Source: an optimization exercise on an open RTL-to-GDS flow (aim: small area, a short achievable clock period and few clock cycles per item). Production flows keep margins and buffers that such runs may drop.
For this run, only the layout was checked, not whether the RTL still works.
Power and IR drop assume default switching activity.

===== design/flow/design.v =====
module flow_hash (
    input  wire         clk,
    input  wire         rst,         
    input  wire         in_valid,
    output wire         in_ready,
    input  wire [1:0]   in_op,       
    input  wire [3:0]   in_len,      
    input  wire         in_frag,     
    input  wire [31:0]  in_seed,
    input  wire [511:0] in_words,    
    output wire         out_valid,
    input  wire         out_ready,
    output wire [31:0]  out_hash
);
    wire [31:0] w0 = in_words[31:0];
    wire [31:0] w1 = in_words[63:32];
    wire [31:0] w2 = in_words[95:64];
    wire [31:0] w3 = in_words[127:96];
    wire [31:0] w4 = in_words[159:128];
    wire [31:0] w5 = in_words[191:160];
    wire [31:0] w6 = in_words[223:192];
    wire [31:0] w7 = in_words[255:224];
    wire [31:0] w8 = in_words[287:256];
    wire [31:0] w9 = in_words[319:288];
    wire [31:0] w10 = in_words[351:320];
    wire [31:0] w11 = in_words[383:352];
    wire [31:0] w12 = in_words[415:384];
    wire [31:0] w13 = in_words[447:416];
    wire [31:0] w14 = in_words[479:448];
    wire [31:0] w15 = in_words[511:480];
    wire op_hash = (in_op == 2'd0);
    wire op_hsy4 = (in_op == 2'd1);
    wire op_hsy6 = in_op[1];
    wire [15:0] sp4 = in_frag ? 16'd0 : w2[31:16];
    wire [15:0] dp4 = in_frag ? 16'd0 : w2[15:0];
    wire [15:0] sp6 = in_frag ? 16'd0 : w8[31:16];
    wire [15:0] dp6 = in_frag ? 16'd0 : w8[15:0];
    wire keep4 = ({w0, sp4} <= {w1, dp4});
    wire keep6 = ({w0, w1, w2, w3, sp6} <= {w4, w5, w6, w7, dp6});
    wire swap4 = op_hsy4 & ~keep4;
    wire swap6 = op_hsy6 & ~keep6;
    wire [3:0] nm1 = op_hash ? in_len : (op_hsy4 ? 4'd3 : 4'd9);
    wire [31:0] e0 = w0;
    wire en1 = (op_hash & (in_len >= 4'd1)) | op_hsy4 | op_hsy6;
    wire [31:0] e1 = en1 ? w1 : 32'd0;
    wire en2 = (op_hash & (in_len >= 4'd2)) | ((op_hsy4 | op_hsy6) & ~in_frag) | (op_hsy6 & in_frag);
    wire [31:0] e2 = en2 ? w2 : 32'd0;
    wire en3 = (op_hash & (in_len >= 4'd3)) | op_hsy6;
    wire [31:0] e3 = en3 ? w3 : 32'd0;
    wire en4 = (op_hash & (in_len >= 4'd4)) | op_hsy6;
    wire [31:0] e4 = en4 ? w4 : 32'd0;
    wire en5 = (op_hash & (in_len >= 4'd5)) | op_hsy6;
    wire [31:0] e5 = en5 ? w5 : 32'd0;
    wire en6 = (op_hash & (in_len >= 4'd6)) | op_hsy6;
    wire [31:0] e6 = en6 ? w6 : 32'd0;
    wire en7 = (op_hash & (in_len >= 4'd7)) | op_hsy6;
    wire [31:0] e7 = en7 ? w7 : 32'd0;
    wire en8 = (op_hash & (in_len >= 4'd8)) | (op_hsy6 & ~in_frag);
    wire [31:0] e8 = en8 ? w8 : 32'd0;
    wire en9 = (op_hash & (in_len >= 4'd9));
    wire [31:0] e9 = en9 ? w9 : 32'd0;
    wire en10 = (op_hash & (in_len >= 4'd10));
    wire [31:0] e10 = en10 ? w10 : 32'd0;
    wire en11 = (op_hash & (in_len >= 4'd11));
    wire [31:0] e11 = en11 ? w11 : 32'd0;
    wire en12 = (op_hash & (in_len >= 4'd12));
    wire [31:0] e12 = en12 ? w12 : 32'd0;
    wire en13 = (op_hash & (in_len >= 4'd13));
    wire [31:0] e13 = en13 ? w13 : 32'd0;
    wire en14 = (op_hash & (in_len >= 4'd14));
    wire [31:0] e14 = en14 ? w14 : 32'd0;
    wire en15 = (op_hash & (in_len >= 4'd15));
    wire [31:0] e15 = en15 ? w15 : 32'd0;
    wire [31:0] pr4 = {op_hsy4 ? w3[7:0] : 8'd0, 24'd0};
    wire [31:0] pr6 = {op_hsy6 ? w9[7:0] : 8'd0, 24'd0};
    wire [31:0] r0 = {e0[4:0], e0[31:5]};
    wire [31:0] r1 = {e1[9:0], e1[31:10]};
    wire [31:0] r2 = {e2[14:0], e2[31:15]};
    wire [31:0] r3 = {e3[19:0], e3[31:20]};
    wire [31:0] r4 = {e4[24:0], e4[31:25]};
    wire [31:0] r5 = {e5[29:0], e5[31:30]};
    wire [31:0] r6 = {e6[2:0], e6[31:3]};
    wire [31:0] r7 = {e7[7:0], e7[31:8]};
    wire [31:0] r8 = {e8[12:0], e8[31:13]};
    wire [31:0] r9 = {e9[17:0], e9[31:18]};
    wire [31:0] r10 = {e10[22:0], e10[31:23]};
    wire [31:0] r11 = {e11[27:0], e11[31:28]};
    wire [31:0] r12 = {e12[0:0], e12[31:1]};
    wire [31:0] r13 = {e13[5:0], e13[31:6]};
    wire [31:0] r14 = {e14[10:0], e14[31:11]};
    wire [31:0] r15 = {e15[15:0], e15[31:16]};
    wire [31:0] q3 = {pr4[19:0], pr4[31:20]};
    wire [31:0] q9 = {pr6[17:0], pr6[31:18]};
    wire [31:0] fa = r0 ^ r1 ^ r2 ^ r3;      
    wire [31:0] fb = r4 ^ r5 ^ r6 ^ r7;      
    wire [31:0] fc = r8 ^ r9 ^ r10 ^ r11 ^ q3 ^ q9;
    wire [31:0] fd = r12 ^ r13 ^ r14 ^ r15 ^ in_seed;
    wire [31:0] fold = (fa ^ fb) ^ (fc ^ fd);
    wire [31:0] d01 = w0 ^ w1;
    wire [15:0] x4  = sp4 ^ dp4;
    wire [31:0] x4w = {x4, x4};
    wire [31:0] cor4 = {d01[4:0], d01[31:5]} ^ {d01[9:0], d01[31:10]} ^ {x4w[14:0], x4w[31:15]};
    wire [31:0] fb20 = {fb[11:0], fb[31:12]};
    wire [31:0] pq  = fa ^ fb20;
    wire [15:0] x6  = sp6 ^ dp6;
    wire [31:0] x6w = {x6, x6};
    wire [31:0] cor6 = pq ^ {pq[19:0], pq[31:20]} ^ {x6w[12:0], x6w[31:13]};
    wire [31:0] g = fold ^ ((swap4 ? cor4 : 32'd0) | (swap6 ? cor6 : 32'd0));
    reg         v1;
    reg  [31:0] g1;
    reg  [3:0]  n1;
    reg         ov;
    reg  [31:0] res;
    reg         v2;
    reg  [31:0] s2, c2;
    wire stall = ov & ~out_ready;
    assign in_ready  = ~stall;
    assign out_valid = ov;
    assign out_hash  = res;
    wire [31:0] t0 = {g1[26:0], g1[31:27]};
    wire [31:0] t1 = n1[0] ? {t0[26:0], t0[31:27]} : t0;
    wire [31:0] t2 = n1[1] ? {t1[21:0], t1[31:22]} : t1;
    wire [31:0] t3 = n1[2] ? {t2[11:0], t2[31:12]} : t2;
    wire [31:0] hr = n1[3] ? {t3[23:0], t3[31:24]} : t3;
    wire m1;
    wire m2;
    wire m3;
    wire m4;
    wire m5;
    wire m6;
    wire m7;
    wire m8;
    wire m9;
    wire m10;
    wire m11;
    wire m12;
    wire m13;
    wire m14;
    wire m15;
    wire m16;
    wire m17;
    wire m18;
    wire m19;
    wire m20;
    wire m21;
    wire m22;
    wire m23;
    wire m24;
    wire m25;
    wire m26;
    wire m27;
    wire m28;
    wire m29;
    wire m30;
    wire m31;
    wire m32;
    wire m33;
    wire m34;
    wire m35;
    wire m36;
    wire m37;
    wire m38;
    wire m39;
    wire m40;
    wire m41;
    wire m42;
    wire m43;
    wire m44;
    wire m45;
    wire m46;
    wire m47;
    wire m48;
    wire m49;
    wire m50;
    wire m51;
    wire m52;
    wire m53;
    wire m54;
    wire m55;
    wire m56;
    wire m57;
    wire m58;
    wire m59;
    wire m60;
    wire m61;
    wire m62;
    wire m63;
    wire m64;
    wire m65;
    wire m66;
    wire m67;
    wire m68;
    wire m69;
    wire m70;
    wire m71;
    wire m72;
    wire m73;
    wire m74;
    wire m75;
    wire m76;
    wire m77;
    wire m78;
    wire m79;
    wire m80;
    wire m81;
    wire m82;
    wire m83;
    wire m84;
    wire m85;
    wire m86;
    wire m87;
    wire m88;
    wire m89;
    wire m90;
    wire m91;
    wire m92;
    wire m93;
    wire m94;
    wire m95;
    wire m96;
    wire m97;
    wire m98;
    wire m99;
    wire m100;
    wire m101;
    wire m102;
    wire m103;
    wire m104;
    wire m105;
    wire m106;
    wire m107;
    wire m108;
    wire m109;
    wire m110;
    wire m111;
    wire m112;
    wire m113;
    wire m114;
    wire m115;
    wire m116;
    wire m117;
    wire m118;
    wire m119;
    wire m120;
    wire m121;
    wire m122;
    wire m123;
    wire m124;
    wire m125;
    wire m126;
    wire m127;
    wire m128;
    wire m129;
    wire m130;
    wire m131;
    wire m132;
    wire m133;
    wire m134;
    wire m135;
    wire m136;
    wire m137;
    wire m138;
    wire m139;
    wire m140;
    wire m141;
    wire m142;
    wire m143;
    wire m144;
    wire m145;
    wire m146;
    wire m147;
    wire m148;
    wire m149;
    wire m150;
    wire m151;
    wire m152;
    wire m153;
    wire m154;
    wire m155;
    wire m156;
    wire m157;
    wire m158;
    wire m159;
    wire m160;
    wire m161;
    wire m162;
    wire m163;
    wire m164;
    wire m165;
    wire m166;
    wire m167;
    wire m168;
    wire m169;
    wire m170;
    wire m171;
    wire m172;
    wire m173;
    wire m174;
    wire m175;
    wire m176;
    wire m177;
    wire m178;
    wire m179;
    wire m180;
    wire m181;
    wire m182;
    wire m183;
    wire m184;
    wire m185;
    wire m186;
    wire m187;
    wire m188;
    wire m189;
    wire m190;
    wire m191;
    wire m192;
    wire m193;
    wire m194;
    wire m195;
    wire m196;
    wire m197;
    wire m198;
    wire m199;
    wire m200;
    wire m201;
    wire m202;
    wire m203;
    wire m204;
    wire m205;
    wire m206;
    wire m207;
    wire m208;
    wire m209;
    wire m210;
    wire m211;
    wire m212;
    wire m213;
    wire m214;
    wire m215;
    wire m216;
    wire m217;
    wire m218;
    wire m219;
    wire m220;
    wire m221;
    wire m222;
    wire m223;
    wire m224;
    wire m225;
    wire m226;
    wire m227;
    wire m228;
    wire m229;
    wire m230;
    wire m231;
    wire m232;
    wire m233;
    wire m234;
    wire m235;
    wire m236;
    wire m237;
    wire m238;
    wire m239;
    wire m240;
    wire m241;
    wire m242;
    wire m243;
    wire m244;
    wire m245;
    wire m246;
    wire m247;
    wire m248;
    wire m249;
    wire m250;
    wire m251;
    wire m252;
    assign m1 = hr[4] ^ ~hr[0] ^ 1'b1;
    assign m2 = (hr[4] & ~hr[0]) | (hr[4] & 1'b1) | (~hr[0] & 1'b1);
    assign m3 = hr[6] ^ ~hr[2] ^ ~hr[0];
    assign m4 = (hr[6] & ~hr[2]) | (hr[6] & ~hr[0]) | (~hr[2] & ~hr[0]);
    assign m5 = hr[7] ^ ~hr[3] ^ ~hr[1];
    assign m6 = (hr[7] & ~hr[3]) | (hr[7] & ~hr[1]) | (~hr[3] & ~hr[1]);
    assign m7 = hr[8] ^ ~hr[4] ^ ~hr[2];
    assign m8 = (hr[8] & ~hr[4]) | (hr[8] & ~hr[2]) | (~hr[4] & ~hr[2]);
    assign m9 = hr[9] ^ ~hr[5] ^ ~hr[3];
    assign m10 = (hr[9] & ~hr[5]) | (hr[9] & ~hr[3]) | (~hr[5] & ~hr[3]);
    assign m11 = hr[10] ^ ~hr[6] ^ ~hr[4];
    assign m12 = (hr[10] & ~hr[6]) | (hr[10] & ~hr[4]) | (~hr[6] & ~hr[4]);
    assign m13 = hr[11] ^ ~hr[7] ^ ~hr[5];
    assign m14 = (hr[11] & ~hr[7]) | (hr[11] & ~hr[5]) | (~hr[7] & ~hr[5]);
    assign m15 = hr[2] ^ ~hr[0] ^ 1'b1;
    assign m16 = (hr[2] & ~hr[0]) | (hr[2] & 1'b1) | (~hr[0] & 1'b1);
    assign m17 = hr[12] ^ ~hr[8] ^ ~hr[6];
    assign m18 = (hr[12] & ~hr[8]) | (hr[12] & ~hr[6]) | (~hr[8] & ~hr[6]);
    assign m19 = hr[13] ^ ~hr[9] ^ ~hr[7];
    assign m20 = (hr[13] & ~hr[9]) | (hr[13] & ~hr[7]) | (~hr[9] & ~hr[7]);
    assign m21 = hr[14] ^ ~hr[10] ^ ~hr[8];
    assign m22 = (hr[14] & ~hr[10]) | (hr[14] & ~hr[8]) | (~hr[10] & ~hr[8]);
    assign m23 = hr[15] ^ ~hr[11] ^ ~hr[9];
    assign m24 = (hr[15] & ~hr[11]) | (hr[15] & ~hr[9]) | (~hr[11] & ~hr[9]);
    assign m25 = hr[6] ^ ~hr[4] ^ ~hr[0];
    assign m26 = (hr[6] & ~hr[4]) | (hr[6] & ~hr[0]) | (~hr[4] & ~hr[0]);
    assign m27 = hr[16] ^ ~hr[12] ^ ~hr[10];
    assign m28 = (hr[16] & ~hr[12]) | (hr[16] & ~hr[10]) | (~hr[12] & ~hr[10]);
    assign m29 = hr[7] ^ ~hr[5] ^ ~hr[1];
    assign m30 = (hr[7] & ~hr[5]) | (hr[7] & ~hr[1]) | (~hr[5] & ~hr[1]);
    assign m31 = hr[17] ^ ~hr[13] ^ ~hr[11];
    assign m32 = (hr[17] & ~hr[13]) | (hr[17] & ~hr[11]) | (~hr[13] & ~hr[11]);
    assign m33 = hr[8] ^ ~hr[6] ^ ~hr[2];
    assign m34 = (hr[8] & ~hr[6]) | (hr[8] & ~hr[2]) | (~hr[6] & ~hr[2]);
    assign m35 = hr[18] ^ ~hr[14] ^ ~hr[12];
    assign m36 = (hr[18] & ~hr[14]) | (hr[18] & ~hr[12]) | (~hr[14] & ~hr[12]);
    assign m37 = hr[9] ^ ~hr[7] ^ ~hr[3];
    assign m38 = (hr[9] & ~hr[7]) | (hr[9] & ~hr[3]) | (~hr[7] & ~hr[3]);
    assign m39 = hr[19] ^ ~hr[15] ^ ~hr[13];
    assign m40 = (hr[19] & ~hr[15]) | (hr[19] & ~hr[13]) | (~hr[15] & ~hr[13]);
    assign m41 = hr[10] ^ ~hr[8] ^ ~hr[4];
    assign m42 = (hr[10] & ~hr[8]) | (hr[10] & ~hr[4]) | (~hr[8] & ~hr[4]);
    assign m43 = hr[20] ^ ~hr[16] ^ ~hr[14];
    assign m44 = (hr[20] & ~hr[16]) | (hr[20] & ~hr[14]) | (~hr[16] & ~hr[14]);
    assign m45 = hr[11] ^ ~hr[9] ^ ~hr[5];
    assign m46 = (hr[11] & ~hr[9]) | (hr[11] & ~hr[5]) | (~hr[9] & ~hr[5]);
    assign m47 = hr[21] ^ ~hr[17] ^ ~hr[15];
    assign m48 = (hr[21] & ~hr[17]) | (hr[21] & ~hr[15]) | (~hr[17] & ~hr[15]);
    assign m49 = hr[12] ^ ~hr[10] ^ ~hr[6];
    assign m50 = (hr[12] & ~hr[10]) | (hr[12] & ~hr[6]) | (~hr[10] & ~hr[6]);
    assign m51 = hr[22] ^ ~hr[18] ^ ~hr[16];
    assign m52 = (hr[22] & ~hr[18]) | (hr[22] & ~hr[16]) | (~hr[18] & ~hr[16]);
    assign m53 = hr[13] ^ ~hr[11] ^ ~hr[7];
    assign m54 = (hr[13] & ~hr[11]) | (hr[13] & ~hr[7]) | (~hr[11] & ~hr[7]);
    assign m55 = hr[23] ^ ~hr[19] ^ ~hr[17];
    assign m56 = (hr[23] & ~hr[19]) | (hr[23] & ~hr[17]) | (~hr[19] & ~hr[17]);
    assign m57 = hr[14] ^ ~hr[12] ^ ~hr[8];
    assign m58 = (hr[14] & ~hr[12]) | (hr[14] & ~hr[8]) | (~hr[12] & ~hr[8]);
    assign m59 = hr[24] ^ ~hr[20] ^ ~hr[18];
    assign m60 = (hr[24] & ~hr[20]) | (hr[24] & ~hr[18]) | (~hr[20] & ~hr[18]);
    assign m61 = hr[15] ^ ~hr[13] ^ ~hr[9];
    assign m62 = (hr[15] & ~hr[13]) | (hr[15] & ~hr[9]) | (~hr[13] & ~hr[9]);
    assign m63 = hr[25] ^ ~hr[21] ^ ~hr[19];
    assign m64 = (hr[25] & ~hr[21]) | (hr[25] & ~hr[19]) | (~hr[21] & ~hr[19]);
    assign m65 = hr[16] ^ ~hr[14] ^ ~hr[10];
    assign m66 = (hr[16] & ~hr[14]) | (hr[16] & ~hr[10]) | (~hr[14] & ~hr[10]);
    assign m67 = ~hr[6] ^ hr[3] ^ ~hr[0];
    assign m68 = (~hr[6] & hr[3]) | (~hr[6] & ~hr[0]) | (hr[3] & ~hr[0]);
    assign m69 = hr[26] ^ ~hr[22] ^ ~hr[20];
    assign m70 = (hr[26] & ~hr[22]) | (hr[26] & ~hr[20]) | (~hr[22] & ~hr[20]);
    assign m71 = hr[17] ^ ~hr[15] ^ ~hr[11];
    assign m72 = (hr[17] & ~hr[15]) | (hr[17] & ~hr[11]) | (~hr[15] & ~hr[11]);
    assign m73 = ~hr[7] ^ hr[4] ^ ~hr[1];
    assign m74 = (~hr[7] & hr[4]) | (~hr[7] & ~hr[1]) | (hr[4] & ~hr[1]);
    assign m75 = hr[27] ^ ~hr[23] ^ ~hr[21];
    assign m76 = (hr[27] & ~hr[23]) | (hr[27] & ~hr[21]) | (~hr[23] & ~hr[21]);
    assign m77 = hr[18] ^ ~hr[16] ^ ~hr[12];
    assign m78 = (hr[18] & ~hr[16]) | (hr[18] & ~hr[12]) | (~hr[16] & ~hr[12]);
    assign m79 = ~hr[8] ^ hr[5] ^ ~hr[2];
    assign m80 = (~hr[8] & hr[5]) | (~hr[8] & ~hr[2]) | (hr[5] & ~hr[2]);
    assign m81 = hr[28] ^ ~hr[24] ^ ~hr[22];
    assign m82 = (hr[28] & ~hr[24]) | (hr[28] & ~hr[22]) | (~hr[24] & ~hr[22]);
    assign m83 = hr[19] ^ ~hr[17] ^ ~hr[13];
    assign m84 = (hr[19] & ~hr[17]) | (hr[19] & ~hr[13]) | (~hr[17] & ~hr[13]);
    assign m85 = ~hr[9] ^ hr[6] ^ ~hr[3];
    assign m86 = (~hr[9] & hr[6]) | (~hr[9] & ~hr[3]) | (hr[6] & ~hr[3]);
    assign m87 = hr[29] ^ ~hr[25] ^ ~hr[23];
    assign m88 = (hr[29] & ~hr[25]) | (hr[29] & ~hr[23]) | (~hr[25] & ~hr[23]);
    assign m89 = hr[20] ^ ~hr[18] ^ ~hr[14];
    assign m90 = (hr[20] & ~hr[18]) | (hr[20] & ~hr[14]) | (~hr[18] & ~hr[14]);
    assign m91 = ~hr[10] ^ hr[7] ^ ~hr[4];
    assign m92 = (~hr[10] & hr[7]) | (~hr[10] & ~hr[4]) | (hr[7] & ~hr[4]);
    assign m93 = hr[30] ^ ~hr[26] ^ ~hr[24];
    assign m94 = (hr[30] & ~hr[26]) | (hr[30] & ~hr[24]) | (~hr[26] & ~hr[24]);
    assign m95 = hr[21] ^ ~hr[19] ^ ~hr[15];
    assign m96 = (hr[21] & ~hr[19]) | (hr[21] & ~hr[15]) | (~hr[19] & ~hr[15]);
    assign m97 = ~hr[11] ^ hr[8] ^ ~hr[5];
    assign m98 = (~hr[11] & hr[8]) | (~hr[11] & ~hr[5]) | (hr[8] & ~hr[5]);
    assign m99 = hr[31] ^ ~hr[27] ^ ~hr[25];
    assign m100 = (hr[31] & ~hr[27]) | (hr[31] & ~hr[25]) | (~hr[27] & ~hr[25]);
    assign m101 = hr[22] ^ ~hr[20] ^ ~hr[16];
    assign m102 = (hr[22] & ~hr[20]) | (hr[22] & ~hr[16]) | (~hr[20] & ~hr[16]);
    assign m103 = ~hr[12] ^ hr[9] ^ ~hr[6];
    assign m104 = (~hr[12] & hr[9]) | (~hr[12] & ~hr[6]) | (hr[9] & ~hr[6]);
    assign m105 = m2 ^ hr[5] ^ ~hr[1];
    assign m106 = (m2 & hr[5]) | (m2 & ~hr[1]) | (hr[5] & ~hr[1]);
    assign m107 = m8 ^ m9 ^ hr[0];
    assign m108 = (m8 & m9) | (m8 & hr[0]) | (m9 & hr[0]);
    assign m109 = m10 ^ m11 ^ hr[1];
    assign m110 = (m10 & m11) | (m10 & hr[1]) | (m11 & hr[1]);
    assign m111 = m12 ^ m13 ^ m15;
    assign m112 = (m12 & m13) | (m12 & m15) | (m13 & m15);
    assign m113 = m14 ^ m16 ^ m17;
    assign m114 = (m14 & m16) | (m14 & m17) | (m16 & m17);
    assign m115 = m18 ^ m19 ^ hr[4];
    assign m116 = (m18 & m19) | (m18 & hr[4]) | (m19 & hr[4]);
    assign m117 = m20 ^ m21 ^ hr[5];
    assign m118 = (m20 & m21) | (m20 & hr[5]) | (m21 & hr[5]);
    assign m119 = m22 ^ m23 ^ m25;
    assign m120 = (m22 & m23) | (m22 & m25) | (m23 & m25);
    assign m121 = m24 ^ m26 ^ m27;
    assign m122 = (m24 & m26) | (m24 & m27) | (m26 & m27);
    assign m123 = m28 ^ m30 ^ m31;
    assign m124 = (m28 & m30) | (m28 & m31) | (m30 & m31);
    assign m125 = m32 ^ m34 ^ m35;
    assign m126 = (m32 & m34) | (m32 & m35) | (m34 & m35);
    assign m127 = m36 ^ m38 ^ m39;
    assign m128 = (m36 & m38) | (m36 & m39) | (m38 & m39);
    assign m129 = m41 ^ ~hr[0] ^ 1'b1;
    assign m130 = (m41 & ~hr[0]) | (m41 & 1'b1) | (~hr[0] & 1'b1);
    assign m131 = m40 ^ m42 ^ m43;
    assign m132 = (m40 & m42) | (m40 & m43) | (m42 & m43);
    assign m133 = m44 ^ m46 ^ m47;
    assign m134 = (m44 & m46) | (m44 & m47) | (m46 & m47);
    assign m135 = m48 ^ m50 ^ m51;
    assign m136 = (m48 & m50) | (m48 & m51) | (m50 & m51);
    assign m137 = m53 ^ ~hr[3] ^ hr[0];
    assign m138 = (m53 & ~hr[3]) | (m53 & hr[0]) | (~hr[3] & hr[0]);
    assign m139 = m52 ^ m54 ^ m55;
    assign m140 = (m52 & m54) | (m52 & m55) | (m54 & m55);
    assign m141 = m57 ^ ~hr[4] ^ hr[1];
    assign m142 = (m57 & ~hr[4]) | (m57 & hr[1]) | (~hr[4] & hr[1]);
    assign m143 = m56 ^ m58 ^ m59;
    assign m144 = (m56 & m58) | (m56 & m59) | (m58 & m59);
    assign m145 = m61 ^ ~hr[5] ^ hr[2];
    assign m146 = (m61 & ~hr[5]) | (m61 & hr[2]) | (~hr[5] & hr[2]);
    assign m147 = m60 ^ m62 ^ m63;
    assign m148 = (m60 & m62) | (m60 & m63) | (m62 & m63);
    assign m149 = m65 ^ m67 ^ 1'b1;
    assign m150 = (m65 & m67) | (m65 & 1'b1) | (m67 & 1'b1);
    assign m151 = m64 ^ m66 ^ m68;
    assign m152 = (m64 & m66) | (m64 & m68) | (m66 & m68);
    assign m153 = m69 ^ m71 ^ m73;
    assign m154 = (m69 & m71) | (m69 & m73) | (m71 & m73);
    assign m155 = m70 ^ m72 ^ m74;
    assign m156 = (m70 & m72) | (m70 & m74) | (m72 & m74);
    assign m157 = m75 ^ m77 ^ m79;
    assign m158 = (m75 & m77) | (m75 & m79) | (m77 & m79);
    assign m159 = m76 ^ m78 ^ m80;
    assign m160 = (m76 & m78) | (m76 & m80) | (m78 & m80);
    assign m161 = m81 ^ m83 ^ m85;
    assign m162 = (m81 & m83) | (m81 & m85) | (m83 & m85);
    assign m163 = m82 ^ m84 ^ m86;
    assign m164 = (m82 & m84) | (m82 & m86) | (m84 & m86);
    assign m165 = m87 ^ m89 ^ m91;
    assign m166 = (m87 & m89) | (m87 & m91) | (m89 & m91);
    assign m167 = m88 ^ m90 ^ m92;
    assign m168 = (m88 & m90) | (m88 & m92) | (m90 & m92);
    assign m169 = m93 ^ m95 ^ m97;
    assign m170 = (m93 & m95) | (m93 & m97) | (m95 & m97);
    assign m171 = m94 ^ m96 ^ m98;
    assign m172 = (m94 & m96) | (m94 & m98) | (m96 & m98);
    assign m173 = m99 ^ m101 ^ m103;
    assign m174 = (m99 & m101) | (m99 & m103) | (m101 & m103);
    assign m175 = m106 ^ m3 ^ 1'b1;
    assign m176 = (m106 & m3) | (m106 & 1'b1) | (m3 & 1'b1);
    assign m177 = m112 ^ m113 ^ hr[3];
    assign m178 = (m112 & m113) | (m112 & hr[3]) | (m113 & hr[3]);
    assign m179 = m114 ^ m115 ^ ~hr[2];
    assign m180 = (m114 & m115) | (m114 & ~hr[2]) | (m115 & ~hr[2]);
    assign m181 = m116 ^ m117 ^ ~hr[3];
    assign m182 = (m116 & m117) | (m116 & ~hr[3]) | (m117 & ~hr[3]);
    assign m183 = m118 ^ m119 ^ 1'b1;
    assign m184 = (m118 & m119) | (m118 & 1'b1) | (m119 & 1'b1);
    assign m185 = m120 ^ m121 ^ m29;
    assign m186 = (m120 & m121) | (m120 & m29) | (m121 & m29);
    assign m187 = m122 ^ m123 ^ m33;
    assign m188 = (m122 & m123) | (m122 & m33) | (m123 & m33);
    assign m189 = m124 ^ m125 ^ m37;
    assign m190 = (m124 & m125) | (m124 & m37) | (m125 & m37);
    assign m191 = m126 ^ m127 ^ m129;
    assign m192 = (m126 & m127) | (m126 & m129) | (m127 & m129);
    assign m193 = m128 ^ m130 ^ m131;
    assign m194 = (m128 & m130) | (m128 & m131) | (m130 & m131);
    assign m195 = m132 ^ m133 ^ m49;
    assign m196 = (m132 & m133) | (m132 & m49) | (m133 & m49);
    assign m197 = m134 ^ m135 ^ m137;
    assign m198 = (m134 & m135) | (m134 & m137) | (m135 & m137);
    assign m199 = m136 ^ m138 ^ m139;
    assign m200 = (m136 & m138) | (m136 & m139) | (m138 & m139);
    assign m201 = m140 ^ m142 ^ m143;
    assign m202 = (m140 & m142) | (m140 & m143) | (m142 & m143);
    assign m203 = m144 ^ m146 ^ m147;
    assign m204 = (m144 & m146) | (m144 & m147) | (m146 & m147);
    assign m205 = m148 ^ m150 ^ m151;
    assign m206 = (m148 & m150) | (m148 & m151) | (m150 & m151);
    assign m207 = m152 ^ m154 ^ m155;
    assign m208 = (m152 & m154) | (m152 & m155) | (m154 & m155);
    assign m209 = m156 ^ m158 ^ m159;
    assign m210 = (m156 & m158) | (m156 & m159) | (m158 & m159);
    assign m211 = m160 ^ m162 ^ m163;
    assign m212 = (m160 & m162) | (m160 & m163) | (m162 & m163);
    assign m213 = m164 ^ m166 ^ m167;
    assign m214 = (m164 & m166) | (m164 & m167) | (m166 & m167);
    assign m215 = m168 ^ m170 ^ m171;
    assign m216 = (m168 & m170) | (m168 & m171) | (m170 & m171);
    assign m217 = m173 ^ hr[2] ^ hr[0];
    assign m218 = (m173 & hr[2]) | (m173 & hr[0]) | (hr[2] & hr[0]);
    assign m219 = m176 ^ m4 ^ m5;
    assign m220 = (m176 & m4) | (m176 & m5) | (m4 & m5);
    assign m221 = m192 ^ m193 ^ m45;
    assign m222 = (m192 & m193) | (m192 & m45) | (m193 & m45);
    assign m223 = m194 ^ m195 ^ ~hr[2];
    assign m224 = (m194 & m195) | (m194 & ~hr[2]) | (m195 & ~hr[2]);
    assign m225 = m198 ^ m199 ^ m141;
    assign m226 = (m198 & m199) | (m198 & m141) | (m199 & m141);
    assign m227 = m200 ^ m201 ^ m145;
    assign m228 = (m200 & m201) | (m200 & m145) | (m201 & m145);
    assign m229 = m202 ^ m203 ^ m149;
    assign m230 = (m202 & m203) | (m202 & m149) | (m203 & m149);
    assign m231 = m204 ^ m205 ^ m153;
    assign m232 = (m204 & m205) | (m204 & m153) | (m205 & m153);
    assign m233 = m206 ^ m207 ^ m157;
    assign m234 = (m206 & m207) | (m206 & m157) | (m207 & m157);
    assign m235 = m208 ^ m209 ^ m161;
    assign m236 = (m208 & m209) | (m208 & m161) | (m209 & m161);
    assign m237 = m210 ^ m211 ^ m165;
    assign m238 = (m210 & m211) | (m210 & m165) | (m211 & m165);
    assign m239 = m212 ^ m213 ^ m169;
    assign m240 = (m212 & m213) | (m212 & m169) | (m213 & m169);
    assign m241 = m214 ^ m215 ^ m217;
    assign m242 = (m214 & m215) | (m214 & m217) | (m215 & m217);
    assign m243 = m220 ^ m6 ^ m7;
    assign m244 = (m220 & m6) | (m220 & m7) | (m6 & m7);
    assign m245 = m224 ^ m196 ^ m197;
    assign m246 = (m224 & m196) | (m224 & m197) | (m196 & m197);
    assign m247 = m236 ^ m237 ^ hr[0];
    assign m248 = (m236 & m237) | (m236 & hr[0]) | (m237 & hr[0]);
    assign m249 = m238 ^ m239 ^ hr[1];
    assign m250 = (m238 & m239) | (m238 & hr[1]) | (m239 & hr[1]);
    assign m251 = m250 ^ m240 ^ m241;
    assign m252 = (m250 & m240) | (m250 & m241) | (m240 & m241);
    wire [31:0] ms = {m251, m248, m247, m234, m232, m230, m228, m226, m246, m245, m222, m221, m190, m188, m186, m184, m182, m180, m178, m177, m110, m108, m244, m243, m219, m175, m105, m1, hr[3], hr[2], hr[1], hr[0]};
    wire [31:0] mc = {1'b0, m249, 1'b0, m235, m233, m231, m229, m227, m225, 1'b0, m223, ~hr[1], m191, m189, m187, m185, m183, m181, m179, ~hr[1], m111, m109, m107, 1'b0, 1'b0, 1'b0, 1'b0, 1'b0, 1'b0, 1'b0, 1'b0, 1'b0};
    wire [31:0] prod = s2 + c2;
    wire [31:0] fin  = prod ^ {15'd0, prod[31:15]};
    always @(posedge clk) begin
        if (rst) begin
            v1 <= 1'b0;
            v2 <= 1'b0;
            ov <= 1'b0;
        end else if (~stall) begin
            v1 <= in_valid;
            v2 <= v1;
            ov <= v2;
        end
        if (~stall) begin
            g1  <= g;
            n1  <= nm1;
            s2  <= ms;
            c2  <= mc;
            res <= fin;
        end
    end
endmodule

===== design/flow/constraint.sdc =====
create_clock -name core_clock -period 8.0 [get_ports {clk}]
set_input_delay 1.6000 -clock core_clock [delete_from_list [all_inputs] [get_ports {clk}]]
set_output_delay 1.6000 -clock core_clock [all_outputs]
set_load 0.01 [all_outputs]

===== design/flow/run.sh =====
#!/bin/bash
# synth_recipe.tcl (not shown) runs the flow's synth.tcl, then flattens the netlist and writes it again
# the make line also repeats each setting of config.mk as NAME=value (left out here)
make -C /OpenROAD-flow-scripts/flow DESIGN_CONFIG=/design/flow/config.mk WORK_HOME=/design/flow/orfs CLKGATE_MAP_FILE= SYNTH_SCRIPT=/design/flow/synth_recipe.tcl finish

===== design/flow/config.mk =====
export PLATFORM = sky130hd
export DESIGN_NAME = flow_hash
export DESIGN_NICKNAME = flow_hash
export VERILOG_FILES = /design/flow/design.v
export SDC_FILE = /design/flow/constraint.sdc
export NUM_CORES = 4
export LEC_CHECK = 0
export CAP_MARGIN = 20
export CORE_MARGIN = 2
export CORE_UTILIZATION = 40
export SLEW_MARGIN = 20

==> results.cfg <==
[sta]
max_freq_mhz = 155.8
finalClockSkew_ps = 6.826
whs_ps = 482.4
timing.final.crit_period_ps = 6420
maxSlewHeadroom_pct = 25.57
finalHoldViolCount = 0
rsz0062_at_grt = no
setup_viol_count_final = 0
layout_setup_ws_ps = 1580
tightest_slew_ps = 1116
tns_ps = 0
finalCritPeriodShare_pct = 80.25
drv_slew = 0

[critical_path]
rrSetupSlack_ps = 1580
cp.required_ps = 8150
rr_startpoint = n1[0]
path_cells = clkdlybuf4s50_1 -> ha_1 -> nand4_1 -> nor4_1 -> nand4_1 -> nor4_1 -> a221o_1 -> or3_1 -> o21a_1 -> o211ai_1 -> xnor2_1
critPathSlowestCell = o21a_1
critPathCaptureType = flop
path_class = in -> reg
path_max_fanout = 22
cpPeakStageDelay_ps = 750
startpoint = in_words[5]
cp.arrival_ps = 6570
start_kind = input pin

[floorplanning]
coreArea_um2 = 64580
initial_core_util_pct = 40.59
die_h_um = 260.0
ios = 589
die_x_um = 260.0
dieArea_um2 = 67610
num_rows = 93

[global_routing]
grt_max_degree = 67
use_met1_pct = 43.18
grt_pass1_wl_mm = 166.6
first_global_vias = 24956
antenna_found_initial = 8
track_usage_pct = 33.90
grt_use_met2_pct = 55.12
grt-ovfl-total = 0
grt-busiest-layer = met2
met3_usage_pct = 5.614

[power]
leakagePower_nw = 14.08
power.total_mw = 11.83
ir_worst_vdd_mv = 0.7071
powerDensity_nw_per_um2 = 352.4

[synthesis]
ys_seq_elements = 122
synth.area.mux_share_pct = 6.834
synth_top_family_by_area = XOR/XNOR gates
synth_fa_ha_area_share_pct = 19.10
synth.area.top_cells = edfxtp_1 14%, xnor2_1 11%, ha_1 11%
synth-seq-area-share_pct = 13.86
synth.cell_area_um2 = 26220
synth_top_area_cell = edfxtp_1
syn_inst = 3143
synth-edff-count = 119
yosysTopAreaCellShare_pct = 13.63
synth_simple_gate_area_share_pct = 18.45
synth-xor-area-share_pct = 21.68
synth_nets = 4031
synth_compound_area_share_pct = 13.22
syn_area_per_cell_um2 = 8.341
synth_flop_cell = edfxtp_1
synth_cell_types = 86
yosys_warnings = 1
async_reset_ff_share_pct = 0

[detailed_routing]
drc_errors = 0
vias = 25473
viasPerCell = 5.608
dr.first_iter.drc_count = 2635
routedWlPerCell_um = 25.60
firstDrtPassIters = 6
route.final.wire_length_mm = 116.3
antenna_left = 0

[cells_and_area]
final_cell_mix = 584 x clkdlybuf4s50_1, 465 x nand2_1, 343 x xnor2_1
design_area_um2 = 33570
layout_commonest_cell = clkdlybuf4s50_1
nFillCells = 6231
area_delta_synth_final_pct = 28.07
drive_above_1_share_pct = 5.545
final_core_util_pct = 51.99
nets = 4555
layout.cells.non_filler = 4542

[outcome]
status = complete, no violations

[clocking]
cts_tree = yes
root_buffer = clkbuf_16
post_cts_buffers = 0
ctsResizeCount = 0
ctsLongestPathBuffers = 2
clk_pin_slew_worst_paths_ps = 60
cts_buffers = 17
cts_max_level = 4
cts_sinks = 122
insertion_delay_ps = 430
cts_hold_buf = 0

[place]
place_ws_ps = 1361
place_area_um2 = 32980
io_buffers = 588
post-dp-hpwl_mm = 100.5
gp_congestion = 1.029
dp_cells = 4502

[min_path]
hold_path.class = reg -> reg
min_from = v2

[job]
maxCapViolations = 0
power by group:
part / switching (mW) / internal, mW / leakage (nW) / total [mW]
registers: 0.190 / 1.73 / 1.27 / 1.92
clock network: 0.292 / 0.455 / 0.272 / 0.746
logic: 5.07 / 4.10 / 12.5 / 9.17
total: 5.55 / 6.28 / 14.1 / 11.8
path summary, 6_finish.rpt:
path	to	depth (start not counted)
hold / removal	ov	2
hold reg to reg	ov	2
setup reg to reg	s2[31]	18
setup / recovery	g1[20]	11
cells by family (layout without fill, tap and decap cells):
kind of cell,count (synthesis),count (layout)
AO/OA/AOI/OAI,516,516
XOR/XNOR,585,585
adder cells (fa/ha/maj),333,333
buffers and inverters,453,989
flip-flops,122,122
multiplexers,136,136
other,0,8
AND/OR/NAND/NOR,998,998
sequential cells by signal, indices dropped and copies added, names as in the netlist:
signal  flops
g1         32
res        32
s2         32
c2         19
n1          4
ov          1
v1          1
v2          1
final cells by class:
type                            count  area (um2)  share of cell area [%]
Inverter                          318        1196                   3.563
Tap cell                          855        1070                   3.186
Multi-Input combinational cell   2568       20820                   62.00
Antenna cell                        8       20.02                 0.05963
Sequential cell                   122        3633                   10.82
Clock inverter                     12       125.1                  0.3727
Clock buffer                       19       432.9                   1.289
Timing Repair Buffer              640        6281                   18.71
Yosys cell counts (all sizes together), types with 18 or more instances:
cell,instances
mux2,24
or4,33
buf,69
nor2,105
xnor2,351
or2,25
clkbuf,66
o211ai,46
inv,318
nand3,82
a211oi,23
a21o,29
o21ai,114
nor4,41
xnor3,26
a221oi,18
nand2,467
nor3,29
nand2b,34
edfxtp,119
nand4,47
nor2b,79
fa,112
a21oi,130
mux2i,80
xor2,200
ha,221
o31ai,22
mux4,32
and2,21
metal layers:
metal	vias up	wire length (um)
li1	11947	-
met1	12009	46910
met2	1265	53710
met3	252	8959
met4	0	6672
met5	-	0
worst max-delay path: cells and delay by family:
family          cells  cell delay (ps)
xor+xnor            1              220
fa+ha+maj           1              390
buf+inv             1              510
compound gates      3             1420
simple gates        5             2420

what the ideal ports hide:
The flow's constraints put no driver on any port. The routed layout listed below was extracted and timed again, unchanged, in two steps. Step 1: set_driving_cell puts a clkbuf_16 on clk and a buf_2 on each other input, an assumption about the parent block. Step 2 moves the port delays by t, midway between the first and last clock arrival at a register: inputs arrive t later, outputs are due t later. That takes back most of the time a late clock gives input paths. a / b / c = ideal ports / drivers / drivers and shift; a / b = the first two.
t, ns: 0.473
setup slack, ns: 1.580 / 1.581 / 1.132
worst slew at a driven data input, ns: 0.18
After both steps setup and hold are still met in this run. The setup slack of this run moves by +0.001 ns with the drivers and by -0.448 ns with both steps.
